This is an optimization exercise on Yosys and OpenROAD, whose aim is small area, a short achievable clock period and few clock cycles per item, not a production implementation.
In this exercise RTL edits were held to simulation tests only and were not proved equivalent to the original.
Power figures rest on the tool's default switching activity, not on a simulated workload.

$ cat flow/config.mk
export PLATFORM = sky130hd
export DESIGN_NAME = vfix_unit
export DESIGN_NICKNAME = vfix_unit
export VERILOG_FILES = /design/flow/design.v
export SDC_FILE = /design/flow/constraint.sdc
export NUM_CORES = 8
export LEC_CHECK = 0
export ABC_AREA = 1
export CAP_MARGIN = 0
export CORE_MARGIN = 2
export CORE_UTILIZATION = 65
export CTS_CLUSTER_DIAMETER = 80
export CTS_CLUSTER_SIZE = 25
export SLEW_MARGIN = 0
export SYNTH_HIERARCHICAL = 1
$ cat flow/standard.sh
#!/bin/bash
# synth_recipe.tcl (not shown) runs the flow's synth.tcl, then flattens the netlist and writes it again
# the make line also repeats each setting of config.mk as NAME=value (left out here)
make -C /OpenROAD-flow-scripts/flow DESIGN_CONFIG=/design/flow/config.mk WORK_HOME=/design/flow/orfs CLKGATE_MAP_FILE= SYNTH_SCRIPT=/design/flow/synth_recipe.tcl "${@:-finish}"
$ cat flow/design.v
module vfix_lane (
    input  wire        neg,       
    input  wire        rne,       
    input  wire        k15,       
    input  wire        klo,       
    input  wire [16:0] X,
    input  wire [17:0] Y,
    input  wire [16:0] A,
    output wire [17:0] v
);
    wire [18:0] Ye = {Y, 1'b0};
    reg  [8:0] one, two, nb;
    integer i;
    always @* begin
        for (i = 0; i < 9; i = i + 1) begin
            one[i] = Ye[2*i+1] ^ Ye[2*i];
            two[i] = (Ye[2*i+2] & ~Ye[2*i+1] & ~Ye[2*i]) | (~Ye[2*i+2] & Ye[2*i+1] & Ye[2*i]);
            nb[i]  = Ye[2*i+2] ^ neg;
        end
        two[8] = 1'b0;
    end
    wire [17:0] Xs = {X[16], X};
    wire [17:0] X2 = {X, 1'b0};
    wire [17:0] pp0 = ((({18{one[0]}} & Xs) | ({18{two[0]}} & X2)) ^ {18{nb[0]}}) ^ 18'h20000;
    wire [17:0] pp1 = ((({18{one[1]}} & Xs) | ({18{two[1]}} & X2)) ^ {18{nb[1]}}) ^ 18'h20000;
    wire [17:0] pp2 = ((({18{one[2]}} & Xs) | ({18{two[2]}} & X2)) ^ {18{nb[2]}}) ^ 18'h20000;
    wire [17:0] pp3 = ((({18{one[3]}} & Xs) | ({18{two[3]}} & X2)) ^ {18{nb[3]}}) ^ 18'h20000;
    wire [17:0] pp4 = ((({18{one[4]}} & Xs) | ({18{two[4]}} & X2)) ^ {18{nb[4]}}) ^ 18'h20000;
    wire [17:0] pp5 = ((({18{one[5]}} & Xs) | ({18{two[5]}} & X2)) ^ {18{nb[5]}}) ^ 18'h20000;
    wire [17:0] pp6 = ((({18{one[6]}} & Xs) | ({18{two[6]}} & X2)) ^ {18{nb[6]}}) ^ 18'h20000;
    wire [17:0] pp7 = ((({18{one[7]}} & Xs) | ({18{two[7]}} & X2)) ^ {18{nb[7]}}) ^ 18'h20000;
    wire [17:0] pp8 = ((({18{one[8]}} & Xs) | ({18{two[8]}} & X2)) ^ {18{nb[8]}}) ^ 18'h20000;
    wire cr0 = ~klo;
    wire cr15 = ~(k15 ^ klo);
    wire cr16 = ~(k15 | klo);
    wire cr17 = (k15 | klo);
    wire ks0, kc0, ks1, kc1, ks2, kc2, ks3, kc3, ks4, kc4, ks5, kc5;
    wire ks6, kc6, ks7, kc7, ks8, kc8, ks9, kc9, ks10, kc10, ks11, kc11;
    wire ks12, kc12, ks13, kc13, ks14, kc14, ks15, kc15, ks16, kc16, ks17, kc17;
    wire ks18, kc18, ks19, kc19, ks20, kc20, hs0, hc0, fs0, fc0, fs1, fc1;
    wire fs2, fc2, fs3, fc3, hs1, hc1, fs4, fc4, hs2, hc2, hs3, hc3;
    wire fs5, fc5, hs4, hc4, fs6, fc6, hs5, hc5, fs7, fc7, fs8, fc8;
    wire hs6, hc6, fs9, fc9, fs10, fc10, fs11, fc11, fs12, fc12, fs13, fc13;
    wire fs14, fc14, fs15, fc15, fs16, fc16, fs17, fc17, fs18, fc18, fs19, fc19;
    wire fs20, fc20, fs21, fc21, fs22, fc22, fs23, fc23, fs24, fc24, fs25, fc25;
    wire hs7, hc7, fs26, fc26, fs27, fc27, fs28, fc28, fs29, fc29, hs8, hc8;
    wire fs30, fc30, fs31, fc31, hs9, hc9, fs32, fc32, hs10, hc10, hs11, hc11;
    wire fs33, fc33, hs12, hc12, fs34, fc34, hs13, hc13, fs35, fc35, fs36, fc36;
    wire fs37, fc37, fs38, fc38, fs39, fc39, fs40, fc40, fs41, fc41, fs42, fc42;
    wire fs43, fc43, fs44, fc44, fs45, fc45, fs46, fc46, fs47, fc47, fs48, fc48;
    wire fs49, fc49, fs50, fc50, fs51, fc51, fs52, fc52, fs53, fc53, fs54, fc54;
    wire fs55, fc55, fs56, fc56, fs57, fc57, fs58, fc58, fs59, fc59, fs60, fc60;
    wire fs61, fc61, fs62, fc62, fs63, fc63, fs64, fc64, fs65, fc65, fs66, fc66;
    wire fs67, fc67, hs14, hc14, fs68, fc68, fs69, fc69, hs15, hc15, fs70, fc70;
    wire hs16, hc16, hs17, hc17, fs71, fc71, fs72, fc72, fs73, fc73, fs74, fc74;
    wire fs75, fc75, fs76, fc76, fs77, fc77, fs78, fc78, fs79, fc79, fs80, fc80;
    wire fs81, fc81, fs82, fc82, fs83, fc83, fs84, fc84, fs85, fc85, fs86, fc86;
    wire fs87, fc87, fs88, fc88, fs89, fc89, fs90, fc90, fs91, fc91, fs92, fc92;
    wire fs93, fc93, fs94, fc94, hs18, hc18, fs95, fc95, hs19, hc19, hs20, hc20;
    wire hs21, hc21, hs22, hc22, fs96, fc96, fs97, fc97, fs98, fc98, fs99, fc99;
    wire fs100, fc100, fs101, fc101, fs102, fc102, fs103, fc103, fs104, fc104, fs105, fc105;
    wire fs106, fc106, fs107, fc107, fs108, fc108, fs109, fc109, fs110, fc110, fs111, fc111;
    wire fs112, fc112, fs113, fc113, fs114, fc114, fs115, fc115, fs116, fc116, fs117, fc117;
    wire fs118, fc118, fs119, fc119, fs120, fc120, fs121, fc121, fs122, fc122, fs123, fc123;
    wire hs23, hc23, fs124, fc124, g0_0, p0_0, g1_1, p1_1, g2_2, p2_2, g3_3, p3_3;
    wire g4_4, p4_4, g5_5, p5_5, g6_6, p6_6, g7_7, p7_7, g8_8, p8_8, g9_9, p9_9;
    wire g10_10, p10_10, g11_11, p11_11, g12_12, p12_12, g13_13, p13_13, g14_14, p14_14, g15_15, p15_15;
    wire g16_16, p16_16, g17_17, p17_17, g18_18, p18_18, g19_19, p19_19, g20_20, p20_20, g21_21, p21_21;
    wire g22_22, p22_22, g23_23, p23_23, g24_24, p24_24, g25_25, p25_25, g26_26, p26_26, g27_27, p27_27;
    wire g28_28, p28_28, g29_29, p29_29, g30_30, p30_30, g31_31, p31_31, g32_32, p32_32, g33_33, p33_33;
    wire G34, G35, P35, G36, P36, G37, P37, G38, P38, G39, P39, G40;
    wire P40, G41, P41, G42, G43, P43, G44, P44, G45, P45, G46, G47;
    wire P47, G48, G49, G50, P50, G51, P51, G52, P52, G53, P53, G54;
    wire P54, G55, P55, G56, P56, G57, P57, G58, P58, G59, P59, G60;
    wire P60, G61, P61, G62, P62, G63, P63, G64, P64, G65, P65, G66;
    wire P66, G67, P67, G68, P68, G69, P69, G70, P70, G71, P71, G72;
    wire P72, G73, P73, G74, P74, G75, P75, G76, P76, G77, P77, G78;
    wire P78, G79, P79, G80, P80, G81, P81, G82, P82, G83, P83, G84;
    wire P84, C85, C86, C87, C88, C89, C90, C91, C92, C93, C94, C95;
    wire C96, C97, C98, C99, C100, C101, vs0, vs1, vs2, vs3, vs4, vs5;
    wire vs6, vs7, vs8, vs9, vs10, vs11, vs12, vs13, vs14, vs15, vs16, vs17;
    assign ks0 = ~(nb[1] ^ pp0[2]);
    assign kc0 = nb[1] | pp0[2];
    assign ks1 = ~(pp0[3] ^ pp1[1]);
    assign kc1 = pp0[3] | pp1[1];
    assign ks2 = ~(nb[2] ^ pp0[4]);
    assign kc2 = nb[2] | pp0[4];
    assign ks3 = ~(pp0[5] ^ pp1[3]);
    assign kc3 = pp0[5] | pp1[3];
    assign ks4 = ~(nb[3] ^ pp0[6]);
    assign kc4 = nb[3] | pp0[6];
    assign ks5 = ~(pp0[7] ^ pp1[5]);
    assign kc5 = pp0[7] | pp1[5];
    assign ks6 = ~(nb[4] ^ pp0[8]);
    assign kc6 = nb[4] | pp0[8];
    assign ks7 = ~(pp0[9] ^ pp1[7]);
    assign kc7 = pp0[9] | pp1[7];
    assign ks8 = ~(nb[5] ^ pp0[10]);
    assign kc8 = nb[5] | pp0[10];
    assign ks9 = ~(pp0[11] ^ pp1[9]);
    assign kc9 = pp0[11] | pp1[9];
    assign ks10 = ~(nb[6] ^ pp0[12]);
    assign kc10 = nb[6] | pp0[12];
    assign ks11 = ~(pp0[13] ^ pp1[11]);
    assign kc11 = pp0[13] | pp1[11];
    assign ks12 = ~(nb[7] ^ pp0[14]);
    assign kc12 = nb[7] | pp0[14];
    assign ks13 = ~(A[2] ^ pp1[16]);
    assign kc13 = A[2] | pp1[16];
    assign ks14 = ~(A[4] ^ pp2[16]);
    assign kc14 = A[4] | pp2[16];
    assign ks15 = ~(A[6] ^ pp3[16]);
    assign kc15 = A[6] | pp3[16];
    assign ks16 = ~(A[8] ^ pp4[16]);
    assign kc16 = A[8] | pp4[16];
    assign ks17 = ~(A[10] ^ pp5[16]);
    assign kc17 = A[10] | pp5[16];
    assign ks18 = ~(A[12] ^ pp6[16]);
    assign kc18 = A[12] | pp6[16];
    assign ks19 = ~(A[14] ^ pp7[16]);
    assign kc19 = A[14] | pp7[16];
    assign ks20 = ~(A[16] ^ pp8[16]);
    assign kc20 = A[16] | pp8[16];
    assign hs0 = cr15 ^ pp0[15];
    assign hc0 = cr15 & pp0[15];
    vfix_fa u_fa0 (.a(A[0]), .b(nb[8]), .ci(cr16), .s(fs0), .co(fc0));
    vfix_fa u_fa1 (.a(pp0[16]), .b(pp1[14]), .ci(pp2[12]), .s(fs1), .co(fc1));
    vfix_fa u_fa2 (.a(A[1]), .b(cr17), .ci(pp0[17]), .s(fs2), .co(fc2));
    vfix_fa u_fa3 (.a(pp1[15]), .b(pp2[13]), .ci(pp3[11]), .s(fs3), .co(fc3));
    assign hs1 = pp2[14] ^ pp3[12];
    assign hc1 = pp2[14] & pp3[12];
    vfix_fa u_fa4 (.a(A[3]), .b(pp1[17]), .ci(pp2[15]), .s(fs4), .co(fc4));
    assign hs2 = pp1[8] ^ pp2[6];
    assign hc2 = pp1[8] & pp2[6];
    assign hs3 = pp2[7] ^ pp3[5];
    assign hc3 = pp2[7] & pp3[5];
    vfix_fa u_fa5 (.a(pp1[10]), .b(pp2[8]), .ci(pp3[6]), .s(fs5), .co(fc5));
    assign hs4 = pp4[4] ^ pp5[2];
    assign hc4 = pp4[4] & pp5[2];
    vfix_fa u_fa6 (.a(pp2[9]), .b(pp3[7]), .ci(pp4[5]), .s(fs6), .co(fc6));
    assign hs5 = pp5[3] ^ pp6[1];
    assign hc5 = pp5[3] & pp6[1];
    vfix_fa u_fa7 (.a(pp1[12]), .b(pp2[10]), .ci(pp3[8]), .s(fs7), .co(fc7));
    vfix_fa u_fa8 (.a(pp4[6]), .b(pp5[4]), .ci(pp6[2]), .s(fs8), .co(fc8));
    assign hs6 = pp7[0] ^ kc11;
    assign hc6 = pp7[0] & kc11;
    vfix_fa u_fa9 (.a(pp1[13]), .b(pp2[11]), .ci(pp3[9]), .s(fs9), .co(fc9));
    vfix_fa u_fa10 (.a(pp4[7]), .b(pp5[5]), .ci(pp6[3]), .s(fs10), .co(fc10));
    vfix_fa u_fa11 (.a(pp7[1]), .b(kc12), .ci(hs0), .s(fs11), .co(fc11));
    vfix_fa u_fa12 (.a(fs0), .b(pp3[10]), .ci(pp4[8]), .s(fs12), .co(fc12));
    vfix_fa u_fa13 (.a(pp5[6]), .b(pp6[4]), .ci(pp7[2]), .s(fs13), .co(fc13));
    vfix_fa u_fa14 (.a(pp8[0]), .b(hc0), .ci(fs1), .s(fs14), .co(fc14));
    vfix_fa u_fa15 (.a(fc0), .b(pp4[9]), .ci(pp5[7]), .s(fs15), .co(fc15));
    vfix_fa u_fa16 (.a(pp6[5]), .b(pp7[3]), .ci(pp8[1]), .s(fs16), .co(fc16));
    vfix_fa u_fa17 (.a(fc1), .b(fs2), .ci(fs3), .s(fs17), .co(fc17));
    vfix_fa u_fa18 (.a(pp4[10]), .b(pp5[8]), .ci(pp6[6]), .s(fs18), .co(fc18));
    vfix_fa u_fa19 (.a(pp7[4]), .b(pp8[2]), .ci(hs1), .s(fs19), .co(fc19));
    vfix_fa u_fa20 (.a(ks13), .b(fc2), .ci(fc3), .s(fs20), .co(fc20));
    vfix_fa u_fa21 (.a(pp3[13]), .b(pp4[11]), .ci(pp5[9]), .s(fs21), .co(fc21));
    vfix_fa u_fa22 (.a(pp6[7]), .b(pp7[5]), .ci(pp8[3]), .s(fs22), .co(fc22));
    vfix_fa u_fa23 (.a(hc1), .b(kc13), .ci(fs4), .s(fs23), .co(fc23));
    vfix_fa u_fa24 (.a(pp3[14]), .b(pp4[12]), .ci(pp5[10]), .s(fs24), .co(fc24));
    vfix_fa u_fa25 (.a(pp6[8]), .b(pp7[6]), .ci(pp8[4]), .s(fs25), .co(fc25));
    assign hs7 = ks14 ^ fc4;
    assign hc7 = ks14 & fc4;
    vfix_fa u_fa26 (.a(A[5]), .b(pp2[17]), .ci(pp3[15]), .s(fs26), .co(fc26));
    vfix_fa u_fa27 (.a(pp4[13]), .b(pp5[11]), .ci(pp6[9]), .s(fs27), .co(fc27));
    vfix_fa u_fa28 (.a(pp7[7]), .b(pp8[5]), .ci(kc14), .s(fs28), .co(fc28));
    vfix_fa u_fa29 (.a(pp4[14]), .b(pp5[12]), .ci(pp6[10]), .s(fs29), .co(fc29));
    assign hs8 = pp7[8] ^ pp8[6];
    assign hc8 = pp7[8] & pp8[6];
    vfix_fa u_fa30 (.a(A[7]), .b(pp3[17]), .ci(pp4[15]), .s(fs30), .co(fc30));
    vfix_fa u_fa31 (.a(pp5[13]), .b(pp6[11]), .ci(pp7[9]), .s(fs31), .co(fc31));
    assign hs9 = pp5[14] ^ pp6[12];
    assign hc9 = pp5[14] & pp6[12];
    vfix_fa u_fa32 (.a(A[9]), .b(pp4[17]), .ci(pp5[15]), .s(fs32), .co(fc32));
    assign hs10 = pp1[4] ^ pp2[2];
    assign hc10 = pp1[4] & pp2[2];
    assign hs11 = pp2[3] ^ pp3[1];
    assign hc11 = pp2[3] & pp3[1];
    vfix_fa u_fa33 (.a(pp1[6]), .b(pp2[4]), .ci(pp3[2]), .s(fs33), .co(fc33));
    assign hs12 = pp4[0] ^ kc5;
    assign hc12 = pp4[0] & kc5;
    vfix_fa u_fa34 (.a(pp2[5]), .b(pp3[3]), .ci(pp4[1]), .s(fs34), .co(fc34));
    assign hs13 = kc6 ^ ks7;
    assign hc13 = kc6 & ks7;
    vfix_fa u_fa35 (.a(pp3[4]), .b(pp4[2]), .ci(pp5[0]), .s(fs35), .co(fc35));
    vfix_fa u_fa36 (.a(kc7), .b(hs2), .ci(ks8), .s(fs36), .co(fc36));
    vfix_fa u_fa37 (.a(pp4[3]), .b(pp5[1]), .ci(hc2), .s(fs37), .co(fc37));
    vfix_fa u_fa38 (.a(kc8), .b(hs3), .ci(ks9), .s(fs38), .co(fc38));
    vfix_fa u_fa39 (.a(pp6[0]), .b(hc3), .ci(kc9), .s(fs39), .co(fc39));
    vfix_fa u_fa40 (.a(hs4), .b(ks10), .ci(fs5), .s(fs40), .co(fc40));
    vfix_fa u_fa41 (.a(hc4), .b(kc10), .ci(hs5), .s(fs41), .co(fc41));
    vfix_fa u_fa42 (.a(ks11), .b(fc5), .ci(fs6), .s(fs42), .co(fc42));
    vfix_fa u_fa43 (.a(hc5), .b(ks12), .ci(fc6), .s(fs43), .co(fc43));
    vfix_fa u_fa44 (.a(hs6), .b(fs7), .ci(fs8), .s(fs44), .co(fc44));
    vfix_fa u_fa45 (.a(hc6), .b(fc7), .ci(fc8), .s(fs45), .co(fc45));
    vfix_fa u_fa46 (.a(fs10), .b(fs9), .ci(fs11), .s(fs46), .co(fc46));
    vfix_fa u_fa47 (.a(fc10), .b(fc9), .ci(fs12), .s(fs47), .co(fc47));
    vfix_fa u_fa48 (.a(fs13), .b(fc11), .ci(fs14), .s(fs48), .co(fc48));
    vfix_fa u_fa49 (.a(fc12), .b(fc13), .ci(fs15), .s(fs49), .co(fc49));
    vfix_fa u_fa50 (.a(fs16), .b(fc14), .ci(fs17), .s(fs50), .co(fc50));
    vfix_fa u_fa51 (.a(fc15), .b(fc16), .ci(fs18), .s(fs51), .co(fc51));
    vfix_fa u_fa52 (.a(fs19), .b(fs20), .ci(fc17), .s(fs52), .co(fc52));
    vfix_fa u_fa53 (.a(fc18), .b(fs21), .ci(fs22), .s(fs53), .co(fc53));
    vfix_fa u_fa54 (.a(fc19), .b(fc20), .ci(fs23), .s(fs54), .co(fc54));
    vfix_fa u_fa55 (.a(fc21), .b(fc22), .ci(fs24), .s(fs55), .co(fc55));
    vfix_fa u_fa56 (.a(fs25), .b(hs7), .ci(fc23), .s(fs56), .co(fc56));
    vfix_fa u_fa57 (.a(fc24), .b(fc25), .ci(fs26), .s(fs57), .co(fc57));
    vfix_fa u_fa58 (.a(fs27), .b(hc7), .ci(fs28), .s(fs58), .co(fc58));
    vfix_fa u_fa59 (.a(hs8), .b(ks15), .ci(fc26), .s(fs59), .co(fc59));
    vfix_fa u_fa60 (.a(fc27), .b(fs29), .ci(fc28), .s(fs60), .co(fc60));
    vfix_fa u_fa61 (.a(pp8[7]), .b(hc8), .ci(kc15), .s(fs61), .co(fc61));
    vfix_fa u_fa62 (.a(fc29), .b(fs30), .ci(fs31), .s(fs62), .co(fc62));
    vfix_fa u_fa63 (.a(pp7[10]), .b(pp8[8]), .ci(hs9), .s(fs63), .co(fc63));
    vfix_fa u_fa64 (.a(ks16), .b(fc30), .ci(fc31), .s(fs64), .co(fc64));
    vfix_fa u_fa65 (.a(pp6[13]), .b(pp7[11]), .ci(pp8[9]), .s(fs65), .co(fc65));
    vfix_fa u_fa66 (.a(hc9), .b(kc16), .ci(fs32), .s(fs66), .co(fc66));
    vfix_fa u_fa67 (.a(pp6[14]), .b(pp7[12]), .ci(pp8[10]), .s(fs67), .co(fc67));
    assign hs14 = ks17 ^ fc32;
    assign hc14 = ks17 & fc32;
    vfix_fa u_fa68 (.a(A[11]), .b(pp5[17]), .ci(pp6[15]), .s(fs68), .co(fc68));
    vfix_fa u_fa69 (.a(pp7[13]), .b(pp8[11]), .ci(kc17), .s(fs69), .co(fc69));
    assign hs15 = pp7[14] ^ pp8[12];
    assign hc15 = pp7[14] & pp8[12];
    vfix_fa u_fa70 (.a(A[13]), .b(pp6[17]), .ci(pp7[15]), .s(fs70), .co(fc70));
    assign hs16 = pp1[2] ^ pp2[0];
    assign hc16 = pp1[2] & pp2[0];
    assign hs17 = pp2[1] ^ kc2;
    assign hc17 = pp2[1] & kc2;
    vfix_fa u_fa71 (.a(pp3[0]), .b(kc3), .ci(hs10), .s(fs71), .co(fc71));
    vfix_fa u_fa72 (.a(hc10), .b(kc4), .ci(hs11), .s(fs72), .co(fc72));
    vfix_fa u_fa73 (.a(hc11), .b(ks6), .ci(hs12), .s(fs73), .co(fc73));
    vfix_fa u_fa74 (.a(hc12), .b(fc33), .ci(fs34), .s(fs74), .co(fc74));
    vfix_fa u_fa75 (.a(fc34), .b(hc13), .ci(fs35), .s(fs75), .co(fc75));
    vfix_fa u_fa76 (.a(fc35), .b(fs37), .ci(fc36), .s(fs76), .co(fc76));
    vfix_fa u_fa77 (.a(fc37), .b(fs39), .ci(fc38), .s(fs77), .co(fc77));
    vfix_fa u_fa78 (.a(fc39), .b(fs41), .ci(fc40), .s(fs78), .co(fc78));
    vfix_fa u_fa79 (.a(fc41), .b(fs43), .ci(fc42), .s(fs79), .co(fc79));
    vfix_fa u_fa80 (.a(fc43), .b(fs45), .ci(fc44), .s(fs80), .co(fc80));
    vfix_fa u_fa81 (.a(fc45), .b(fs47), .ci(fc46), .s(fs81), .co(fc81));
    vfix_fa u_fa82 (.a(fc47), .b(fs49), .ci(fc48), .s(fs82), .co(fc82));
    vfix_fa u_fa83 (.a(fc49), .b(fs51), .ci(fc50), .s(fs83), .co(fc83));
    vfix_fa u_fa84 (.a(fc51), .b(fs53), .ci(fc52), .s(fs84), .co(fc84));
    vfix_fa u_fa85 (.a(fc53), .b(fs55), .ci(fc54), .s(fs85), .co(fc85));
    vfix_fa u_fa86 (.a(fc55), .b(fs57), .ci(fs58), .s(fs86), .co(fc86));
    vfix_fa u_fa87 (.a(fs59), .b(fc57), .ci(fs60), .s(fs87), .co(fc87));
    vfix_fa u_fa88 (.a(fs61), .b(fc59), .ci(fs62), .s(fs88), .co(fc88));
    vfix_fa u_fa89 (.a(fc61), .b(fs63), .ci(fs64), .s(fs89), .co(fc89));
    vfix_fa u_fa90 (.a(fs65), .b(fc63), .ci(fc64), .s(fs90), .co(fc90));
    vfix_fa u_fa91 (.a(fc65), .b(fs67), .ci(hs14), .s(fs91), .co(fc91));
    vfix_fa u_fa92 (.a(fc67), .b(fs68), .ci(hc14), .s(fs92), .co(fc92));
    vfix_fa u_fa93 (.a(hs15), .b(ks18), .ci(fc68), .s(fs93), .co(fc93));
    vfix_fa u_fa94 (.a(pp8[13]), .b(hc15), .ci(kc18), .s(fs94), .co(fc94));
    assign hs18 = pp8[14] ^ ks19;
    assign hc18 = pp8[14] & ks19;
    vfix_fa u_fa95 (.a(A[15]), .b(pp7[17]), .ci(pp8[15]), .s(fs95), .co(fc95));
    assign hs19 = nb[0] ^ cr0;
    assign hc19 = nb[0] & cr0;
    assign hs20 = 1'b1 ^ pp0[1];
    assign hc20 = 1'b1 & pp0[1];
    assign hs21 = pp1[0] ^ ks0;
    assign hc21 = pp1[0] & ks0;
    assign hs22 = kc0 ^ ks1;
    assign hc22 = kc0 & ks1;
    vfix_fa u_fa96 (.a(kc1), .b(hs16), .ci(ks2), .s(fs96), .co(fc96));
    vfix_fa u_fa97 (.a(hc16), .b(ks3), .ci(hs17), .s(fs97), .co(fc97));
    vfix_fa u_fa98 (.a(ks4), .b(hc17), .ci(fs71), .s(fs98), .co(fc98));
    vfix_fa u_fa99 (.a(ks5), .b(fc71), .ci(fs72), .s(fs99), .co(fc99));
    vfix_fa u_fa100 (.a(fs33), .b(fc72), .ci(fs73), .s(fs100), .co(fc100));
    vfix_fa u_fa101 (.a(hs13), .b(fc73), .ci(fs74), .s(fs101), .co(fc101));
    vfix_fa u_fa102 (.a(fs36), .b(fc74), .ci(fs75), .s(fs102), .co(fc102));
    vfix_fa u_fa103 (.a(fs38), .b(fc75), .ci(fs76), .s(fs103), .co(fc103));
    vfix_fa u_fa104 (.a(fs40), .b(fc76), .ci(fs77), .s(fs104), .co(fc104));
    vfix_fa u_fa105 (.a(fs42), .b(fc77), .ci(fs78), .s(fs105), .co(fc105));
    vfix_fa u_fa106 (.a(fs44), .b(fc78), .ci(fs79), .s(fs106), .co(fc106));
    vfix_fa u_fa107 (.a(fs46), .b(fc79), .ci(fs80), .s(fs107), .co(fc107));
    vfix_fa u_fa108 (.a(fc80), .b(fs48), .ci(fs81), .s(fs108), .co(fc108));
    vfix_fa u_fa109 (.a(fs50), .b(fc81), .ci(fs82), .s(fs109), .co(fc109));
    vfix_fa u_fa110 (.a(fs52), .b(fc82), .ci(fs83), .s(fs110), .co(fc110));
    vfix_fa u_fa111 (.a(fs54), .b(fc83), .ci(fs84), .s(fs111), .co(fc111));
    vfix_fa u_fa112 (.a(fs56), .b(fc84), .ci(fs85), .s(fs112), .co(fc112));
    vfix_fa u_fa113 (.a(fc56), .b(fs86), .ci(fc85), .s(fs113), .co(fc113));
    vfix_fa u_fa114 (.a(fc58), .b(fc86), .ci(fs87), .s(fs114), .co(fc114));
    vfix_fa u_fa115 (.a(fc60), .b(fs88), .ci(fc87), .s(fs115), .co(fc115));
    vfix_fa u_fa116 (.a(fc62), .b(fc88), .ci(fs89), .s(fs116), .co(fc116));
    vfix_fa u_fa117 (.a(fs66), .b(fc89), .ci(fs90), .s(fs117), .co(fc117));
    vfix_fa u_fa118 (.a(fc66), .b(fs91), .ci(fc90), .s(fs118), .co(fc118));
    vfix_fa u_fa119 (.a(fs69), .b(fs92), .ci(fc91), .s(fs119), .co(fc119));
    vfix_fa u_fa120 (.a(fc69), .b(fs93), .ci(fc92), .s(fs120), .co(fc120));
    vfix_fa u_fa121 (.a(fs70), .b(fs94), .ci(fc93), .s(fs121), .co(fc121));
    vfix_fa u_fa122 (.a(fc70), .b(hs18), .ci(fc94), .s(fs122), .co(fc122));
    vfix_fa u_fa123 (.a(kc19), .b(hc18), .ci(fs95), .s(fs123), .co(fc123));
    assign hs23 = ks20 ^ fc95;
    assign hc23 = ks20 & fc95;
    vfix_fa u_fa124 (.a(A[16]), .b(pp8[17]), .ci(kc20), .s(fs124), .co(fc124));
    assign g0_0 = pp0[0] & hs19;
    assign p0_0 = pp0[0] ^ hs19;
    assign g1_1 = hc19 & hs20;
    assign p1_1 = hc19 ^ hs20;
    assign g2_2 = hc20 & hs21;
    assign p2_2 = hc20 ^ hs21;
    assign g3_3 = hc21 & hs22;
    assign p3_3 = hc21 ^ hs22;
    assign g4_4 = hc22 & fs96;
    assign p4_4 = hc22 ^ fs96;
    assign g5_5 = fc96 & fs97;
    assign p5_5 = fc96 ^ fs97;
    assign g6_6 = fc97 & fs98;
    assign p6_6 = fc97 ^ fs98;
    assign g7_7 = fc98 & fs99;
    assign p7_7 = fc98 ^ fs99;
    assign g8_8 = fc99 & fs100;
    assign p8_8 = fc99 ^ fs100;
    assign g9_9 = fc100 & fs101;
    assign p9_9 = fc100 ^ fs101;
    assign g10_10 = fc101 & fs102;
    assign p10_10 = fc101 ^ fs102;
    assign g11_11 = fc102 & fs103;
    assign p11_11 = fc102 ^ fs103;
    assign g12_12 = fc103 & fs104;
    assign p12_12 = fc103 ^ fs104;
    assign g13_13 = fc104 & fs105;
    assign p13_13 = fc104 ^ fs105;
    assign g14_14 = fc105 & fs106;
    assign p14_14 = fc105 ^ fs106;
    assign g15_15 = fc106 & fs107;
    assign p15_15 = fc106 ^ fs107;
    assign g16_16 = fc107 & fs108;
    assign p16_16 = fc107 ^ fs108;
    assign g17_17 = fc108 & fs109;
    assign p17_17 = fc108 ^ fs109;
    assign g18_18 = fc109 & fs110;
    assign p18_18 = fc109 ^ fs110;
    assign g19_19 = fc110 & fs111;
    assign p19_19 = fc110 ^ fs111;
    assign g20_20 = fc111 & fs112;
    assign p20_20 = fc111 ^ fs112;
    assign g21_21 = fc112 & fs113;
    assign p21_21 = fc112 ^ fs113;
    assign g22_22 = fc113 & fs114;
    assign p22_22 = fc113 ^ fs114;
    assign g23_23 = fc114 & fs115;
    assign p23_23 = fc114 ^ fs115;
    assign g24_24 = fc115 & fs116;
    assign p24_24 = fc115 ^ fs116;
    assign g25_25 = fc116 & fs117;
    assign p25_25 = fc116 ^ fs117;
    assign g26_26 = fc117 & fs118;
    assign p26_26 = fc117 ^ fs118;
    assign g27_27 = fc118 & fs119;
    assign p27_27 = fc118 ^ fs119;
    assign g28_28 = fc119 & fs120;
    assign p28_28 = fc119 ^ fs120;
    assign g29_29 = fc120 & fs121;
    assign p29_29 = fc120 ^ fs121;
    assign g30_30 = fc121 & fs122;
    assign p30_30 = fc121 ^ fs122;
    assign g31_31 = fc122 & fs123;
    assign p31_31 = fc122 ^ fs123;
    assign g32_32 = fc123 & hs23;
    assign p32_32 = fc123 ^ hs23;
    assign g33_33 = hc23 & fs124;
    assign p33_33 = hc23 ^ fs124;
    wire cin0 = rne ? (p16_16 ^ A[0]) : 1'b1;
    assign G34 = g0_0 | (p0_0 & cin0);
    assign G35 = g2_2 | (p2_2 & g1_1);
    assign P35 = p2_2 & p1_1;
    assign G36 = g4_4 | (p4_4 & g3_3);
    assign P36 = p4_4 & p3_3;
    assign G37 = g6_6 | (p6_6 & g5_5);
    assign P37 = p6_6 & p5_5;
    assign G38 = g8_8 | (p8_8 & g7_7);
    assign P38 = p8_8 & p7_7;
    assign G39 = g10_10 | (p10_10 & g9_9);
    assign P39 = p10_10 & p9_9;
    assign G40 = g12_12 | (p12_12 & g11_11);
    assign P40 = p12_12 & p11_11;
    assign G41 = g14_14 | (p14_14 & g13_13);
    assign P41 = p14_14 & p13_13;
    assign G42 = G35 | (P35 & G34);
    assign G43 = G37 | (P37 & G36);
    assign P43 = P37 & P36;
    assign G44 = G39 | (P39 & G38);
    assign P44 = P39 & P38;
    assign G45 = G41 | (P41 & G40);
    assign P45 = P41 & P40;
    assign G46 = G43 | (P43 & G42);
    assign G47 = G45 | (P45 & G44);
    assign P47 = P45 & P44;
    assign G48 = G47 | (P47 & G46);
    assign G49 = g15_15 | (p15_15 & G48);
    assign G50 = g17_17 | (p17_17 & g16_16);
    assign P50 = p17_17 & p16_16;
    assign G51 = g19_19 | (p19_19 & g18_18);
    assign P51 = p19_19 & p18_18;
    assign G52 = g21_21 | (p21_21 & g20_20);
    assign P52 = p21_21 & p20_20;
    assign G53 = g23_23 | (p23_23 & g22_22);
    assign P53 = p23_23 & p22_22;
    assign G54 = g25_25 | (p25_25 & g24_24);
    assign P54 = p25_25 & p24_24;
    assign G55 = g27_27 | (p27_27 & g26_26);
    assign P55 = p27_27 & p26_26;
    assign G56 = g29_29 | (p29_29 & g28_28);
    assign P56 = p29_29 & p28_28;
    assign G57 = g31_31 | (p31_31 & g30_30);
    assign P57 = p31_31 & p30_30;
    assign G58 = g33_33 | (p33_33 & g32_32);
    assign P58 = p33_33 & p32_32;
    assign G59 = g18_18 | (p18_18 & G50);
    assign P59 = p18_18 & P50;
    assign G60 = G51 | (P51 & G50);
    assign P60 = P51 & P50;
    assign G61 = g22_22 | (p22_22 & G52);
    assign P61 = p22_22 & P52;
    assign G62 = G53 | (P53 & G52);
    assign P62 = P53 & P52;
    assign G63 = g26_26 | (p26_26 & G54);
    assign P63 = p26_26 & P54;
    assign G64 = G55 | (P55 & G54);
    assign P64 = P55 & P54;
    assign G65 = g30_30 | (p30_30 & G56);
    assign P65 = p30_30 & P56;
    assign G66 = G57 | (P57 & G56);
    assign P66 = P57 & P56;
    assign G67 = g20_20 | (p20_20 & G60);
    assign P67 = p20_20 & P60;
    assign G68 = G52 | (P52 & G60);
    assign P68 = P52 & P60;
    assign G69 = G61 | (P61 & G60);
    assign P69 = P61 & P60;
    assign G70 = G62 | (P62 & G60);
    assign P70 = P62 & P60;
    assign G71 = g28_28 | (p28_28 & G64);
    assign P71 = p28_28 & P64;
    assign G72 = G56 | (P56 & G64);
    assign P72 = P56 & P64;
    assign G73 = G65 | (P65 & G64);
    assign P73 = P65 & P64;
    assign G74 = G66 | (P66 & G64);
    assign P74 = P66 & P64;
    assign G75 = g24_24 | (p24_24 & G70);
    assign P75 = p24_24 & P70;
    assign G76 = G54 | (P54 & G70);
    assign P76 = P54 & P70;
    assign G77 = G63 | (P63 & G70);
    assign P77 = P63 & P70;
    assign G78 = G64 | (P64 & G70);
    assign P78 = P64 & P70;
    assign G79 = G71 | (P71 & G70);
    assign P79 = P71 & P70;
    assign G80 = G72 | (P72 & G70);
    assign P80 = P72 & P70;
    assign G81 = G73 | (P73 & G70);
    assign P81 = P73 & P70;
    assign G82 = G74 | (P74 & G70);
    assign P82 = P74 & P70;
    assign G83 = g32_32 | (p32_32 & G82);
    assign P83 = p32_32 & P82;
    assign G84 = G58 | (P58 & G82);
    assign P84 = P58 & P82;
    assign C85 = g16_16 | (p16_16 & G49);
    assign C86 = G50 | (P50 & G49);
    assign C87 = G59 | (P59 & G49);
    assign C88 = G60 | (P60 & G49);
    assign C89 = G67 | (P67 & G49);
    assign C90 = G68 | (P68 & G49);
    assign C91 = G69 | (P69 & G49);
    assign C92 = G70 | (P70 & G49);
    assign C93 = G75 | (P75 & G49);
    assign C94 = G76 | (P76 & G49);
    assign C95 = G77 | (P77 & G49);
    assign C96 = G78 | (P78 & G49);
    assign C97 = G79 | (P79 & G49);
    assign C98 = G80 | (P80 & G49);
    assign C99 = G81 | (P81 & G49);
    assign C100 = G82 | (P82 & G49);
    assign C101 = G83 | (P83 & G49);
    vfix_xor2 u_vs0 (.a(p16_16), .b(G49), .y(vs0));
    vfix_xor2 u_vs1 (.a(p17_17), .b(C85), .y(vs1));
    vfix_xor2 u_vs2 (.a(p18_18), .b(C86), .y(vs2));
    vfix_xor2 u_vs3 (.a(p19_19), .b(C87), .y(vs3));
    vfix_xor2 u_vs4 (.a(p20_20), .b(C88), .y(vs4));
    vfix_xor2 u_vs5 (.a(p21_21), .b(C89), .y(vs5));
    vfix_xor2 u_vs6 (.a(p22_22), .b(C90), .y(vs6));
    vfix_xor2 u_vs7 (.a(p23_23), .b(C91), .y(vs7));
    vfix_xor2 u_vs8 (.a(p24_24), .b(C92), .y(vs8));
    vfix_xor2 u_vs9 (.a(p25_25), .b(C93), .y(vs9));
    vfix_xor2 u_vs10 (.a(p26_26), .b(C94), .y(vs10));
    vfix_xor2 u_vs11 (.a(p27_27), .b(C95), .y(vs11));
    vfix_xor2 u_vs12 (.a(p28_28), .b(C96), .y(vs12));
    vfix_xor2 u_vs13 (.a(p29_29), .b(C97), .y(vs13));
    vfix_xor2 u_vs14 (.a(p30_30), .b(C98), .y(vs14));
    vfix_xor2 u_vs15 (.a(p31_31), .b(C99), .y(vs15));
    vfix_xor2 u_vs16 (.a(p32_32), .b(C100), .y(vs16));
    vfix_xor2 u_vs17 (.a(p33_33), .b(C101), .y(vs17));
    assign v = {vs17, vs16, vs15, vs14, vs13, vs12, vs11, vs10, vs9, vs8, vs7, vs6, vs5, vs4, vs3, vs2, vs1, vs0};
endmodule
module vfix_fa (
    input  wire a,
    input  wire b,
    input  wire ci,
    output wire s,
    output wire co
);
    assign s  = a ^ b ^ ci;
    assign co = (a & b) | (a & ci) | (b & ci);
endmodule
module vfix_xor2 (
    input  wire a,
    input  wire b,
    output wire y
);
    assign y = a ^ b;
endmodule
module vfix_xnor2 (
    input  wire a,
    input  wire b,
    output wire y
);
    assign y = ~(a ^ b);
endmodule
module vfix_unit #(
    parameter LANES = 4
) (
    input  wire                  clk,
    input  wire                  rst,
    input  wire                  in_valid,
    output wire                  in_ready,
    input  wire [2:0]            in_func,
    input  wire                  in_type,
    input  wire [1:0]            in_rnd,
    input  wire                  in_zero,
    input  wire [LANES-1:0]      in_pred,
    input  wire [16*LANES-1:0]   in_a,
    input  wire [16*LANES-1:0]   in_b,
    input  wire [16*LANES-1:0]   in_c,
    input  wire [16*LANES-1:0]   in_d,
    output reg                   out_valid,
    output reg  [16*LANES-1:0]   out_d,
    output reg                   out_sat
);
    assign in_ready = 1'b1;
    wire f_fma  = (in_func == 3'd1);
    wire f_fms  = (in_func == 3'd2);
    wire f_lerp = (in_func == 3'd3);
    wire f_add  = (in_func == 3'd4);
    wire f_sub  = (in_func == 3'd5);
    wire f_rsh  = (in_func == 3'd6);
    wire f_conv = (in_func == 3'd7);
    wire f_pow2 = in_func[2];            
    wire typ    = in_type;
    wire a_sgn  = f_conv ? typ : ~typ;   
    wire neg    = f_fms | f_sub;         
    wire k15 = f_fms ? (in_rnd != 2'd0) : (in_rnd != 2'd1);
    wire klo = f_fms & ~in_rnd[1];
    wire [17*LANES-1:0] bma_all;
    genvar gl;
    generate
        for (gl = 0; gl < LANES; gl = gl + 1) begin : g_sub
            wire [15:0] sa = in_a[16*gl +: 16];
            wire [15:0] sb = in_b[16*gl +: 16];
            wire [15:0] sg = sb & ~sa;
            wire [15:0] sx, bm;
            wire sg0_1, sg0_3, sp0_3, sg0_5, sp0_5, sg0_7, sp0_7, sg0_9, sp0_9, sg0_11;
            wire sp0_11, sg0_13, sp0_13, sg0_15, sp0_15, sg1_2, sp1_2, sg1_3, sp1_3, sg1_6;
            wire sp1_6, sg1_7, sp1_7, sg1_10, sp1_10, sg1_11, sp1_11, sg1_14, sp1_14, sg1_15;
            wire sp1_15, sg2_4, sp2_4, sg2_5, sp2_5, sg2_6, sp2_6, sg2_7, sp2_7, sg2_12;
            wire sp2_12, sg2_13, sp2_13, sg2_14, sp2_14, sg2_15, sp2_15, sg3_8, sp3_8, sg3_9;
            wire sp3_9, sg3_10, sp3_10, sg3_11, sp3_11, sg3_12, sp3_12, sg3_13, sp3_13, sg3_14;
            wire sp3_14, sg3_15, sp3_15, sg4_16, sp4_16;
            assign sg0_1 = sg[0] | (~sx[0] & 1'b1);
            assign sg0_3 = sg[2] | (~sx[2] & sg[1]);
            assign sp0_3 = ~sx[2] & ~sx[1];
            assign sg0_5 = sg[4] | (~sx[4] & sg[3]);
            assign sp0_5 = ~sx[4] & ~sx[3];
            assign sg0_7 = sg[6] | (~sx[6] & sg[5]);
            assign sp0_7 = ~sx[6] & ~sx[5];
            assign sg0_9 = sg[8] | (~sx[8] & sg[7]);
            assign sp0_9 = ~sx[8] & ~sx[7];
            assign sg0_11 = sg[10] | (~sx[10] & sg[9]);
            assign sp0_11 = ~sx[10] & ~sx[9];
            assign sg0_13 = sg[12] | (~sx[12] & sg[11]);
            assign sp0_13 = ~sx[12] & ~sx[11];
            assign sg0_15 = sg[14] | (~sx[14] & sg[13]);
            assign sp0_15 = ~sx[14] & ~sx[13];
            assign sg1_2 = sg[1] | (~sx[1] & sg0_1);
            assign sp1_2 = ~sx[1] & 1'b0;
            assign sg1_3 = sg0_3 | (sp0_3 & sg0_1);
            assign sp1_3 = sp0_3 & 1'b0;
            assign sg1_6 = sg[5] | (~sx[5] & sg0_5);
            assign sp1_6 = ~sx[5] & sp0_5;
            assign sg1_7 = sg0_7 | (sp0_7 & sg0_5);
            assign sp1_7 = sp0_7 & sp0_5;
            assign sg1_10 = sg[9] | (~sx[9] & sg0_9);
            assign sp1_10 = ~sx[9] & sp0_9;
            assign sg1_11 = sg0_11 | (sp0_11 & sg0_9);
            assign sp1_11 = sp0_11 & sp0_9;
            assign sg1_14 = sg[13] | (~sx[13] & sg0_13);
            assign sp1_14 = ~sx[13] & sp0_13;
            assign sg1_15 = sg0_15 | (sp0_15 & sg0_13);
            assign sp1_15 = sp0_15 & sp0_13;
            assign sg2_4 = sg[3] | (~sx[3] & sg1_3);
            assign sp2_4 = ~sx[3] & sp1_3;
            assign sg2_5 = sg0_5 | (sp0_5 & sg1_3);
            assign sp2_5 = sp0_5 & sp1_3;
            assign sg2_6 = sg1_6 | (sp1_6 & sg1_3);
            assign sp2_6 = sp1_6 & sp1_3;
            assign sg2_7 = sg1_7 | (sp1_7 & sg1_3);
            assign sp2_7 = sp1_7 & sp1_3;
            assign sg2_12 = sg[11] | (~sx[11] & sg1_11);
            assign sp2_12 = ~sx[11] & sp1_11;
            assign sg2_13 = sg0_13 | (sp0_13 & sg1_11);
            assign sp2_13 = sp0_13 & sp1_11;
            assign sg2_14 = sg1_14 | (sp1_14 & sg1_11);
            assign sp2_14 = sp1_14 & sp1_11;
            assign sg2_15 = sg1_15 | (sp1_15 & sg1_11);
            assign sp2_15 = sp1_15 & sp1_11;
            assign sg3_8 = sg[7] | (~sx[7] & sg2_7);
            assign sp3_8 = ~sx[7] & sp2_7;
            assign sg3_9 = sg0_9 | (sp0_9 & sg2_7);
            assign sp3_9 = sp0_9 & sp2_7;
            assign sg3_10 = sg1_10 | (sp1_10 & sg2_7);
            assign sp3_10 = sp1_10 & sp2_7;
            assign sg3_11 = sg1_11 | (sp1_11 & sg2_7);
            assign sp3_11 = sp1_11 & sp2_7;
            assign sg3_12 = sg2_12 | (sp2_12 & sg2_7);
            assign sp3_12 = sp2_12 & sp2_7;
            assign sg3_13 = sg2_13 | (sp2_13 & sg2_7);
            assign sp3_13 = sp2_13 & sp2_7;
            assign sg3_14 = sg2_14 | (sp2_14 & sg2_7);
            assign sp3_14 = sp2_14 & sp2_7;
            assign sg3_15 = sg2_15 | (sp2_15 & sg2_7);
            assign sp3_15 = sp2_15 & sp2_7;
            assign sg4_16 = sg[15] | (~sx[15] & sg3_15);
            assign sp4_16 = ~sx[15] & sp3_15;
            assign sx[0] = sa[0] ^ sb[0];
            vfix_xnor2 u_s0 (.a(sx[0]), .b(1'b1), .y(bm[0]));
            assign sx[1] = sa[1] ^ sb[1];
            vfix_xnor2 u_s1 (.a(sx[1]), .b(sg0_1), .y(bm[1]));
            assign sx[2] = sa[2] ^ sb[2];
            vfix_xnor2 u_s2 (.a(sx[2]), .b(sg1_2), .y(bm[2]));
            assign sx[3] = sa[3] ^ sb[3];
            vfix_xnor2 u_s3 (.a(sx[3]), .b(sg1_3), .y(bm[3]));
            assign sx[4] = sa[4] ^ sb[4];
            vfix_xnor2 u_s4 (.a(sx[4]), .b(sg2_4), .y(bm[4]));
            assign sx[5] = sa[5] ^ sb[5];
            vfix_xnor2 u_s5 (.a(sx[5]), .b(sg2_5), .y(bm[5]));
            assign sx[6] = sa[6] ^ sb[6];
            vfix_xnor2 u_s6 (.a(sx[6]), .b(sg2_6), .y(bm[6]));
            assign sx[7] = sa[7] ^ sb[7];
            vfix_xnor2 u_s7 (.a(sx[7]), .b(sg2_7), .y(bm[7]));
            assign sx[8] = sa[8] ^ sb[8];
            vfix_xnor2 u_s8 (.a(sx[8]), .b(sg3_8), .y(bm[8]));
            assign sx[9] = sa[9] ^ sb[9];
            vfix_xnor2 u_s9 (.a(sx[9]), .b(sg3_9), .y(bm[9]));
            assign sx[10] = sa[10] ^ sb[10];
            vfix_xnor2 u_s10 (.a(sx[10]), .b(sg3_10), .y(bm[10]));
            assign sx[11] = sa[11] ^ sb[11];
            vfix_xnor2 u_s11 (.a(sx[11]), .b(sg3_11), .y(bm[11]));
            assign sx[12] = sa[12] ^ sb[12];
            vfix_xnor2 u_s12 (.a(sx[12]), .b(sg3_12), .y(bm[12]));
            assign sx[13] = sa[13] ^ sb[13];
            vfix_xnor2 u_s13 (.a(sx[13]), .b(sg3_13), .y(bm[13]));
            assign sx[14] = sa[14] ^ sb[14];
            vfix_xnor2 u_s14 (.a(sx[14]), .b(sg3_14), .y(bm[14]));
            assign sx[15] = sa[15] ^ sb[15];
            vfix_xnor2 u_s15 (.a(sx[15]), .b(sg3_15), .y(bm[15]));
            assign bma_all[17*gl +: 17] = {~sg4_16, bm};
        end
    endgenerate
    reg [17*LANES-1:0] p_x, p_a;
    reg [18*LANES-1:0] p_y;
    reg [15:0] a, b, c, d, a16;
    reg [16:0] bma;
    reg [17:0] yp, y;
    reg [18:0] ye;
    reg        pr, sx_lerp, sx_b, sx_a, sa_d, sa_c, sa_a, sy_c, sy_b, sy_b2, sy_p;
    integer l, j;
    always @* begin
        for (l = 0; l < LANES; l = l + 1) begin
            a  = in_a[16*l +: 16];
            b  = in_b[16*l +: 16];
            c  = in_c[16*l +: 16];
            d  = in_d[16*l +: 16];
            pr = in_pred[l];
            bma = bma_all[17*l +: 17];
            sx_lerp = pr & f_lerp;
            sx_b    = pr & (f_sub | f_add);
            sx_a    = pr & ~f_lerp & ~f_sub & ~f_add;
            p_x[17*l +: 17] = ({17{sx_lerp}} & bma)
                            | ({17{sx_b}}    & {~typ & b[15], b})
                            | ({17{sx_a}}    & {a_sgn & a[15], a});
            sa_d = ~pr & ~in_zero;
            sa_c = pr & (f_fma | f_fms);
            sa_a = pr & (f_lerp | f_add | f_sub | (f_conv & typ));
            a16  = ({16{sa_d}} & d) | ({16{sa_c}} & c) | ({16{sa_a}} & a);
            p_a[17*l +: 17] = {a16[15] & (~typ | (pr & f_conv)), a16};
            sy_c  = pr & f_lerp;
            sy_b  = pr & ~f_pow2 & ~f_lerp & typ;
            sy_b2 = pr & ~f_pow2 & ~f_lerp & ~typ;
            sy_p  = pr & f_pow2;
            for (j = 0; j < 18; j = j + 1)
                yp[j] = f_rsh ? (b[3:0] == 16 - j)
                              : ((f_conv & ~typ) ? (j == 15) : (j == 16));
            y = ({18{sy_c}} & {2'b00, c}) | ({18{sy_b}} & {2'b00, b})
              | ({18{sy_b2}} & {b[15], b, 1'b0}) | ({18{sy_p}} & yp);
            p_y[18*l +: 18] = y;
        end
    end
    reg                 s1_valid;
    reg                 s1_typ, s1_rne, s1_k15, s1_klo;
    reg [LANES-1:0]     s1_neg;
    reg [17*LANES-1:0]  s1_x, s1_a;
    reg [18*LANES-1:0]  s1_y;
    always @(posedge clk) begin
        if (rst)
            s1_valid <= 1'b0;
        else
            s1_valid <= in_valid;
        s1_neg <= {LANES{neg}} & in_pred;    
        s1_typ <= typ;
        s1_rne <= in_rnd[1];
        s1_k15 <= k15;
        s1_klo <= klo;
        s1_x   <= p_x;
        s1_y   <= p_y;
        s1_a   <= p_a;
    end
    wire [18*LANES-1:0] lane_v;
    genvar i;
    generate
        for (i = 0; i < LANES; i = i + 1) begin : g_lane
            vfix_lane u_lane (
                .neg (s1_neg[i]),
                .rne (s1_rne),
                .k15 (s1_k15),
                .klo (s1_klo),
                .X   (s1_x[17*i +: 17]),
                .Y   (s1_y[18*i +: 18]),
                .A   (s1_a[17*i +: 17]),
                .v   (lane_v[18*i +: 18])
            );
        end
    endgenerate
    reg                 s2_valid;
    reg                 s2_typ;
    reg [18*LANES-1:0]  s2_v;
    always @(posedge clk) begin
        if (rst)
            s2_valid <= 1'b0;
        else
            s2_valid <= s1_valid;
        s2_typ <= s1_typ;
        s2_v   <= lane_v;
    end
    reg [16*LANES-1:0] res;
    reg                sat;
    reg [17:0]         v;
    reg                ovf;
    integer q;
    always @* begin
        sat = 1'b0;
        for (q = 0; q < LANES; q = q + 1) begin
            v   = s2_v[18*q +: 18];
            ovf = s2_typ ? (v[17] | v[16]) : ~((v[17] == v[16]) & (v[16] == v[15]));
            sat = sat | ovf;
            if (!ovf)
                res[16*q +: 16] = v[15:0];
            else if (s2_typ)
                res[16*q +: 16] = {16{~v[17]}};
            else
                res[16*q +: 16] = {v[17], {15{~v[17]}}};
        end
    end
    always @(posedge clk) begin
        if (rst)
            out_valid <= 1'b0;
        else
            out_valid <= s2_valid;
        out_d   <= res;
        out_sat <= sat;
    end
endmodule
$ cat flow/flow/run.sh
#!/bin/bash
# Synthesis: the standard synthesis script (synth_recipe.tcl), except that
# ABC maps the lane modules with a delay target (flow/abc_lane.script), so
# that it recovers area there instead of mapping for the least delay; the
# top module gets its own (flow/abc_top.script). Then the standard layout
# steps, with buf_2 cells as the port buffers; the layout's timing repair
# aims at a setup slack of MARGIN ns (the clock period and constraints are
# unchanged) on the worst endpoints, and may resize cells across
# footprints.
set -euo pipefail
MARGIN=19
W=$PWD
cat > $W/own_synth.tcl <<EOC
proc abc {args} {
  set i [lsearch \$args -script]
  set lane_args \$args
  lset lane_args [expr {\$i + 1}] $W/flow/abc_lane.script
  yosys abc {*}\$lane_args vfix_lane vfix_fa vfix_xor2 vfix_xnor2
  set top_args \$args
  lset top_args [expr {\$i + 1}] $W/flow/abc_top.script
  yosys abc {*}\$top_args vfix_unit
}
source $W/synth_recipe.tcl
EOC
bash standard.sh SYNTH_SCRIPT=$W/own_synth.tcl synth > synth.log 2>&1
bash standard.sh SYNTH_SCRIPT=$W/own_synth.tcl "BUFFER_PORTS_ARGS=-buffer_cell sky130_fd_sc_hd__buf_2" \
    SETUP_SLACK_MARGIN=$MARGIN TNS_END_PERCENT=5 MATCH_CELL_FOOTPRINT=0 finish > layout.log 2>&1
$ cat flow/flow/abc_lane.script
strash
dch
map -B 0.9 -D 3000
topo
stime -c
buffer -c
upsize -c -D 3000
dnsize -c -D 3000
$ cat flow/flow/abc_top.script
strash
dch
map -B 0.9 -D 1000
topo
stime -c
buffer -c
upsize -c -D 1000
dnsize -c -D 1000
$ cat flow/constraint.sdc
create_clock -name core_clock -period 25.0 [get_ports {clk}]
set_input_delay 5.0000 -clock core_clock [delete_from_list [all_inputs] [get_ports {clk}]]
set_output_delay 5.0000 -clock core_clock [all_outputs]
set_load 0.01 [all_outputs]
==> results of run 1 <==
state kept, by name, summed over array words and instances, names as in the netlist:
signal,count
out_d,64
s1_valid,1
s1_k15,1
s1_typ,1
s2_v,72
s1_klo,1
s1_neg,4
s2_valid,1
s1_a,68
s1_rne,1
s1_x,68
s1_y,72
s2_typ,1
out_valid,1
out_sat,1
area by class of cell:
| class | instances | area (µm²) |
|---|---|---|
| fillers | 5711 | 19900 |
| diodes | 6 | 15.0 |
| repair inverters | 1 | 7.51 |
| well taps | 940 | 1180 |
| clock buffers | 29 | 726 |
| inverters | 814 | 3150 |
| flip-flops and latches | 357 | 7170 |
| multi-input cells | 4087 | 35000 |
| clock inverters | 21 | 393 |
| repair buffers | 415 | 2390 |
worst reg2reg max path: cells and delay by family (launching register included):
family | cells | cell delay (ps)
XOR/XNOR | 3 | 710
flip-flops | 1 | 540
adder cells (fa/ha/maj) | 6 | 2980
AO/OA/AOI/OAI | 4 | 550
AND/OR/NAND/NOR | 5 | 610
buffers and inverters | 3 | 430
routing by layer:
metal	GRT usage, %	up-vias	part of all wire (%)
met5	0	-	0.069
met1	51.8	19200	39
met2	64.2	2296	46
met3	7.25	445	10
li1	-	18300	-
met4	17.1	18	5.1
cell families (layout without fill, tap and decap cells):
| group | after synthesis | after routing | synth area share (%) |
|---|---|---|---|
| buf+inv | 1118 | 1280 | 9.99 |
| other cells | 1 | 11 | 0.00818 |
| flops | 357 | 357 | 15.6 |
| compound gates | 1015 | 1015 | 14.3 |
| xor+xnor | 832 | 832 | 15.9 |
| simple gates | 1353 | 1353 | 11.9 |
| fa+ha+maj | 882 | 882 | 32.3 |
Yosys cell counts, types with 9 or more instances:
master	n	area share, %
a21o_1	16	0.26
a21oi_1	205	2.2
buf_4	80	1.3
clkbuf_1	166	1.4
xor2_1	724	14
buf_2	29	0.32
xnor2_1	108	2.1
o221ai_1	16	0.31
o21ai_0	61	0.67
inv_1	764	6.3
nor3_1	10	0.11
o22ai_1	549	7.5
o2111ai_1	21	0.40
o211ai_2	28	0.76
ha_1	382	10
nand4_1	18	0.25
dfxtp_1	357	16
o211ai_1	58	0.95
fa_1	500	22
nand3_1	106	1.2
nor2_1	223	1.8
o221ai_2	12	0.39
o21bai_1	9	0.15
a211oi_1	12	0.20
buf_1	24	0.20
inv_2	41	0.34
nand2_1	960	7.9
modules after synthesis (local to each module, per instance):
| module | flip-flops and latches | cells inside | copies in the design |
|---|---|---|---|
| vfix_unit | 357 | 1958 | 1 |
| vfix_lane | 0 | 741 | 4 |
| vfix_fa | 0 | 1 | 500 |
| vfix_xnor2 | 0 | 1 | 64 |
| vfix_xor2 | 0 | 1 | 72 |
power groups by stage:
| stage | registers [mW] | logic [mW] | clock network [mW] |
|---|---|---|---|
| 2_1_floorplan | 0.912 | 5.84 | 0 |
| 6_report | 0.898 | 6.39 | 0.536 |
| 3_3_place_gp | 0.905 | 5.85 | 0 |
| 4_1_cts | 0.896 | 6.23 | 0.541 |
| 5_1_grt | 0.910 | 7.23 | 0.559 |
| 3_5_place_dp | 0.906 | 6.02 | 0 |
metrics by stage:
step | instance area, µm² | worst slack, ps | utilization, %
floorplan | 46200 | 18750 | -
global placement | 48100 | 17900 | 68.7
detailed placement | 48100 | 17840 | 68.7
CTS | 49500 | 18800 | 70.9
global route | 50000 | 18770 | 71.5
finish | 50000 | 18850 | 71.5
worst paths after layout:
path                  start         to  slack, ps  cells past startpoint
setup / recovery  out_d[63]  out_d[63]      18850                      1
hold / removal       s1_typ     s2_typ        290                      0
setup reg to reg  s1_neg[1]   s2_v[23]      19070                     21
hold reg to reg      s1_typ     s2_typ        290                      0
what timing repair did:
action	in CTS	in global routing
endpoints found under the hold margin	0	0
pin swaps	2	4
endpoints found under the setup margin	306	330
cloned	1	0
buffers inserted	7	21
gates resized for setup	69	72
==> results.sh, run 1 <==
export IMPL_numCtsBuffers=28
export IMPL_core_um2=69900
export IMPL_worstPathRequired_ps=20000
export IMPL_layout_min_cycle_time_ps=6150
export IMPL_die_w_um=270
export IMPL_status="timing/DRC/antenna clean"
export IMPL_yosysWarningCount=8
export IMPL_grt_pass1_vias=40000
export IMPL_relSlewSlack_pct=36.6
export IMPL_crit_buf_inv=1
export IMPL_io_pins=337
export IMPL_cp_max_fo=1
export IMPL_p_int_mw=3.64
export IMPL_fin_cells=6670
export IMPL_vias=40300
export IMPL_critPathTopFamily="flip-flops"
export IMPL_path_class="reg -> out"
export IMPL_max_freq_mhz=163
export IMPL_gp_congestion=0.984
export IMPL_clockRootBuffer="clkbuf_16"
export IMPL_endpoint_kind="output pin"
export IMPL_hold_viol=0
export IMPL_h_tree_depth=1
export IMPL_cp_slowest_cell="dfxtp_4"
export IMPL_p_sw_mw=4.18
export IMPL_start_util_pct=65.6
export IMPL_synth_cell_type_count=52
export IMPL_hold_class="reg -> reg"
export IMPL_drive_gt1_share_pct=13.1
export IMPL_worst_pin_slew_ps=950
export IMPL_drt_pass1_iterations=6
export IMPL_rsz0062_at_grt="true"
export IMPL_clk_pin_slew_ps=100
export IMPL_drc=0
export IMPL_rows=97
export IMPL_die_h_um=270
export IMPL_ir_worst_vdd_uv=241
export IMPL_drv_cap=0
export IMPL_setup_viol=0
export IMPL_finalPower_mw=7.82
export IMPL_power_frac_seq_pct=11.5
export IMPL_synth_edf_count=0
export IMPL_dpl_cell_count=6585
export IMPL_whs_ps=291
export IMPL_nets=6856
export IMPL_synth_seq_cells=357
export IMPL_syn_to_final_growth_pct=9.06
export IMPL_path_cells="buf_6"
export IMPL_cts_tree="built"
export IMPL_ys_async_sr_fraction_pct=0
export IMPL_synthFlopType="dfxtp_1"
export IMPL_die_area_um2=72700
export IMPL_final_setup_tns_ps=0
export IMPL_switching_share_pct=53.4
export IMPL_final_cell_mix="nand2_1, inv_1, xor2_1"
export IMPL_clockBufferDepth=3
export IMPL_drt_total_wl_um=146000
export IMPL_comb_power_share_pct=81.7
export IMPL_cts_sinks=357
export IMPL_post_drt_wl_per_cell_um=21.8
export IMPL_grt_max_degree=26
export IMPL_synth_cells=5558
export IMPL_cp_start_kind="flip-flop"
export IMPL_final_common_cell="nand2_1"
export IMPL_p_leak_nw=25.5
export IMPL_slew_violations=0
export IMPL_syn_area_um2=45800
export IMPL_ys_seq_area_share_pct=15.6
export IMPL_via_per_inst=6.04
export IMPL_avgSynthCellArea_um2=8.25
export IMPL_grt_ovfl_total=0
export IMPL_power_frac_clock_pct=6.9
export IMPL_drt_iter0_drc=4257
export IMPL_grt_usage_pct=39.5
export IMPL_detail_route_antenna_nets=0
export IMPL_finalCritPeriodShare_pct=24.6
export IMPL_power_density_nw_per_um2=156
export IMPL_hold_buffers=0
export IMPL_arrival_ps=1150
export IMPL_place_hpwl_um=114000
export IMPL_finClkSkew_ps=41.3
export IMPL_antenna_found_initial=14
export IMPL_grt_pass1_wl_um=227000
export IMPL_port_buffers=335
export IMPL_clock_latency_ps=650
export IMPL_cpPeakStageDelay_ps=380
Testbench counts, summed over its fixed seeds: cycles 16,024, items 16,000.
==> run 2: changes to the inputs <==
--- a/flow/flow/run.sh
+++ b/flow/flow/run.sh
@@ -3,7 +3,7 @@
 # ABC maps the lane modules with a delay target (flow/abc_lane.script), so
 # that it recovers area there instead of mapping for the least delay; the
 # top module gets its own (flow/abc_top.script). Then the standard layout
-# steps, with buf_2 cells as the port buffers; the layout's timing repair
+# steps, with buf_1 cells as the port buffers; the layout's timing repair
 # aims at a setup slack of MARGIN ns (the clock period and constraints are
 # unchanged) on the worst endpoints, and may resize cells across
 # footprints.
@@ -23,5 +23,5 @@
 source $W/synth_recipe.tcl
 EOC
 bash standard.sh SYNTH_SCRIPT=$W/own_synth.tcl synth > synth.log 2>&1
-bash standard.sh SYNTH_SCRIPT=$W/own_synth.tcl "BUFFER_PORTS_ARGS=-buffer_cell sky130_fd_sc_hd__buf_2" \
+bash standard.sh SYNTH_SCRIPT=$W/own_synth.tcl "BUFFER_PORTS_ARGS=-buffer_cell sky130_fd_sc_hd__buf_1" \
     SETUP_SLACK_MARGIN=$MARGIN TNS_END_PERCENT=5 MATCH_CELL_FOOTPRINT=0 finish > layout.log 2>&1
==> flow/flow/abc_lane.script (replaced) <==
strash
dch
map -B 0.9 -D 2500
topo
stime -c
buffer -c
upsize -c -D 2500
dnsize -c -D 2500
==> flow/flow/abc_top.script (replaced) <==
strash
dch
map -B 0.9 -D 1500
topo
stime -c
buffer -c
upsize -c -D 1500
dnsize -c -D 1500
==> run 2 against run 1 <==
  * Total power is 3.2% lower
  * Register-to-register slack improved by 80 ps
  * Maximum frequency up 0.46%
  * Synthesized cell count about the same
  * Via count increased by 0.96%
  * Routed wire length about the same
  * Global-route usage about the same
  * Sequential power about the same
  * Sequential cell count unchanged
  * Clock skew decreased by 12 ps
  * Critical path type unchanged
  * Highest routed layer unchanged
==> results.sh, run 2 <==
export IMPL_drv_cap=0
export IMPL_drt_pass1_iterations=6
export IMPL_register_area_um2=7180
export IMPL_grt_pass1_wl_um=221000
export IMPL_cp_depth=1
export IMPL_grt_pass1_vias=39400
export IMPL_h_tree_depth=1
export IMPL_ys_seq_area_share_pct=15.8
export IMPL_max_freq_mhz=163
export IMPL_die_area_um2=71900
export IMPL_ir_worst_vdd_uv=258
export IMPL_start_util_pct=65.9
export IMPL_ys_top_cells_by_area="fa_1, dfxtp_1, xor2_1"
export IMPL_ys_async_sr_fraction_pct=0
export IMPL_ys_top_cells_by_count="nand2_1, inv_1, xor2_1, o22ai_1, fa_1"
export IMPL_cp_slowest_cell="dfxtp_1"
export IMPL_drt_total_wl_um=146000
export IMPL_clock_latency_ps=610
export IMPL_path_cells="clkbuf_2"
export IMPL_final_area_um2=49500
export IMPL_place_hpwl_um=113000
export IMPL_final_cell_mix="nand2_1, xor2_1, inv_1"
export IMPL_die_w_um=268
export IMPL_r2r_setup_slack_ps=19150
export IMPL_final_common_cell="nand2_1"
export IMPL_finClkSkew_ps=29.3
export IMPL_yosysTopAreaCell="fa_1"
export IMPL_reg2reg_depth=23
export IMPL_numCtsBuffers=24
export IMPL_drc=0
export IMPL_slew_violations=0
export IMPL_worstPathRequired_ps=20000
export IMPL_antenna_found_initial=11
export IMPL_endpoint_kind="output pin"
export IMPL_final_setup_tns_ps=0
export IMPL_clk_pin_slew_ps=100
export IMPL_p_leak_nw=24.5
export IMPL_yosysWarningCount=8
export IMPL_cts_tree="built"
export IMPL_post_drt_wl_per_cell_um=21.7
export IMPL_whs_ps=339
export IMPL_met1_length_um=56400
export IMPL_grt_max_degree=33
export IMPL_io_pins=337
export IMPL_status="timing/DRC/antenna clean"
export IMPL_multi_input_area_um2=34800
export IMPL_dpl_instance_area_um2=47300
export IMPL_clockBufferDepth=3
export IMPL_finalCritPeriodShare_pct=24.5
export IMPL_synthFlopType="dfxtp_1"
export IMPL_netlist_area_leader_share_pct=22.1
export IMPL_grt_ovfl_total=0
export IMPL_arrival_ps=1120
export IMPL_rsz0062_at_grt="true"
export IMPL_critPathTopFamily="flip-flops"
export IMPL_hold_class="reg -> reg"
export IMPL_nets=6902
export IMPL_cp_start_kind="flip-flop"
export IMPL_cts_sinks=357
export IMPL_via_per_inst=6.06
export IMPL_worst_pin_slew_ps=1230
export IMPL_synth_edf_count=0
export IMPL_path_class="reg -> out"
export IMPL_layout_min_cycle_time_ps=6120
export IMPL_dr_wl_met2_um=65600
export IMPL_syn_to_final_growth_pct=9.11
export IMPL_dr_wl_met3_um=15400
export IMPL_hold_buffers=0
export IMPL_rows=96
export IMPL_fillCellCount=5645
export IMPL_cp_max_fo=1
export IMPL_cpPeakStageDelay_ps=380
export IMPL_synth_cell_type_count=41
export IMPL_port_buffers=335
export IMPL_setup_viol=0
export IMPL_drt_iter0_drc=4506
export IMPL_power_density_nw_per_um2=153
export IMPL_detail_route_antenna_nets=0
export IMPL_top_regs="s1_y: 72 flops, s2_v: 72 flops"
export IMPL_synth_cells=5557
export IMPL_hold_viol=0
export IMPL_hold_path_depth=0
export IMPL_clockRootBuffer="clkbuf_16"
export IMPL_avgSynthCellArea_um2=8.16
export IMPL_crit_buf_inv=1
export IMPL_yosysMostFrequentCell="nand2_1"
export IMPL_setup_ws_ps=18880
export IMPL_core_um2=68800
export IMPL_grt_usage_pct=39.6
export IMPL_gp_congestion=0.992
export IMPL_drive_gt1_share_pct=8.20
export IMPL_vias=40600
export IMPL_place_ws_ps=17150
export IMPL_die_h_um=268
export IMPL_synth_seq_cells=357
export IMPL_top_layer_used="met5"
export IMPL_relSlewSlack_pct=18.1
export IMPL_syn_area_um2=45300
run 2: cell families after synthesis:
kind of cell	Yosys count	share of synthesized area (%)
simple gates	1379	12.0
buf+inv	1095	9.70
compound gates	1018	14.0
fa+ha+maj	882	32.6
xor+xnor	825	15.9
flops	357	15.8
other cells	1	0.00827
run 2: what timing repair did:
action	in CTS	in global routing
resized for setup	101	160
gates cloned	4	5
setup buffers	12	46
hold endpoints to repair	0	0
pin swaps	2	10
setup endpoints to repair	344	317
run 2: through the flow:
stage | total power, mW | util (%) | cells
4_1_cts | 7.47 | 70.5 | 6646
6_report | 7.57 | 71.9 | 6702
3_3_place_gp | 6.78 | 68.7 | 6588
5_1_grt | 8.44 | 71.9 | 6698
2_1_floorplan | 6.83 | - | 5561
3_5_place_dp | 6.95 | 68.7 | 6588
run 2: path summary, 6_finish.rpt:
| path | start | end |
|---|---|---|
| setup / recovery | out_d[31] | out_d[31] |
| hold / removal | s1_typ | s2_typ |
| setup reg to reg | s1_neg[3] | s2_v[61] |
| hold reg to reg | s1_typ | s2_typ |
run 2: cell type report:
type | instances | share of cell area, %
Sequential cell | 357 | 14.5
Tap cell | 931 | 2.35
Clock buffer | 27 | 1.30
Inverter | 795 | 6.23
Timing Repair inverter | 8 | 0.116
Multi-Input combinational cell | 4110 | 70.4
Antenna cell | 5 | 0.0253
Timing Repair Buffer | 454 | 4.66
Clock inverter | 15 | 0.392
run 2: power breakdown:
group / internal, mW / switching (mW) / total [mW]
clock network: 0.200 / 0.243 / 0.443
logic: 2.46 / 3.77 / 6.23
registers: 0.826 / 0.0699 / 0.896
run 2: modules after synthesis (local to each module, per instance):
| module | flops+latches | cell area, µm² |
|---|---|---|
| vfix_unit | 357 | 14800 |
| vfix_lane | 0 | 4840 |
| vfix_fa | 0 | 20.0 |
| vfix_xnor2 | 0 | 8.76 |
| vfix_xor2 | 0 | 8.76 |
run 2: per-layer routing:
layer	vias to the layer above	global-route usage, %
met1	19200	51.0
met2	2455	63.6
met4	16	18.2
met5	-	0
met3	534	8.61
li1	18500	-

port drivers added, routing unchanged:
How much do the figures lean on ideal ports? The routed layouts below were timed once more, with nothing changed but the port constraints.
Step 1 sets driving cells, clkbuf_16 on the clock port and buf_2 on the other inputs (assumed; they add their load-dependent delay and slew).
Step 2 also shifts input and output timing later by t, the mid clock arrival at the registers, as if the neighbouring blocks saw the same clock.
Three values: no drivers, after step 1, after step 2; two values: the first two.
run | t, ns | setup slack, ns
run 1 | 0.701 | 18.853 / 18.780 / 18.190
run 2 | 0.667 | 18.881 / 18.808 / 18.226
After both steps every run listed still meets setup and hold.
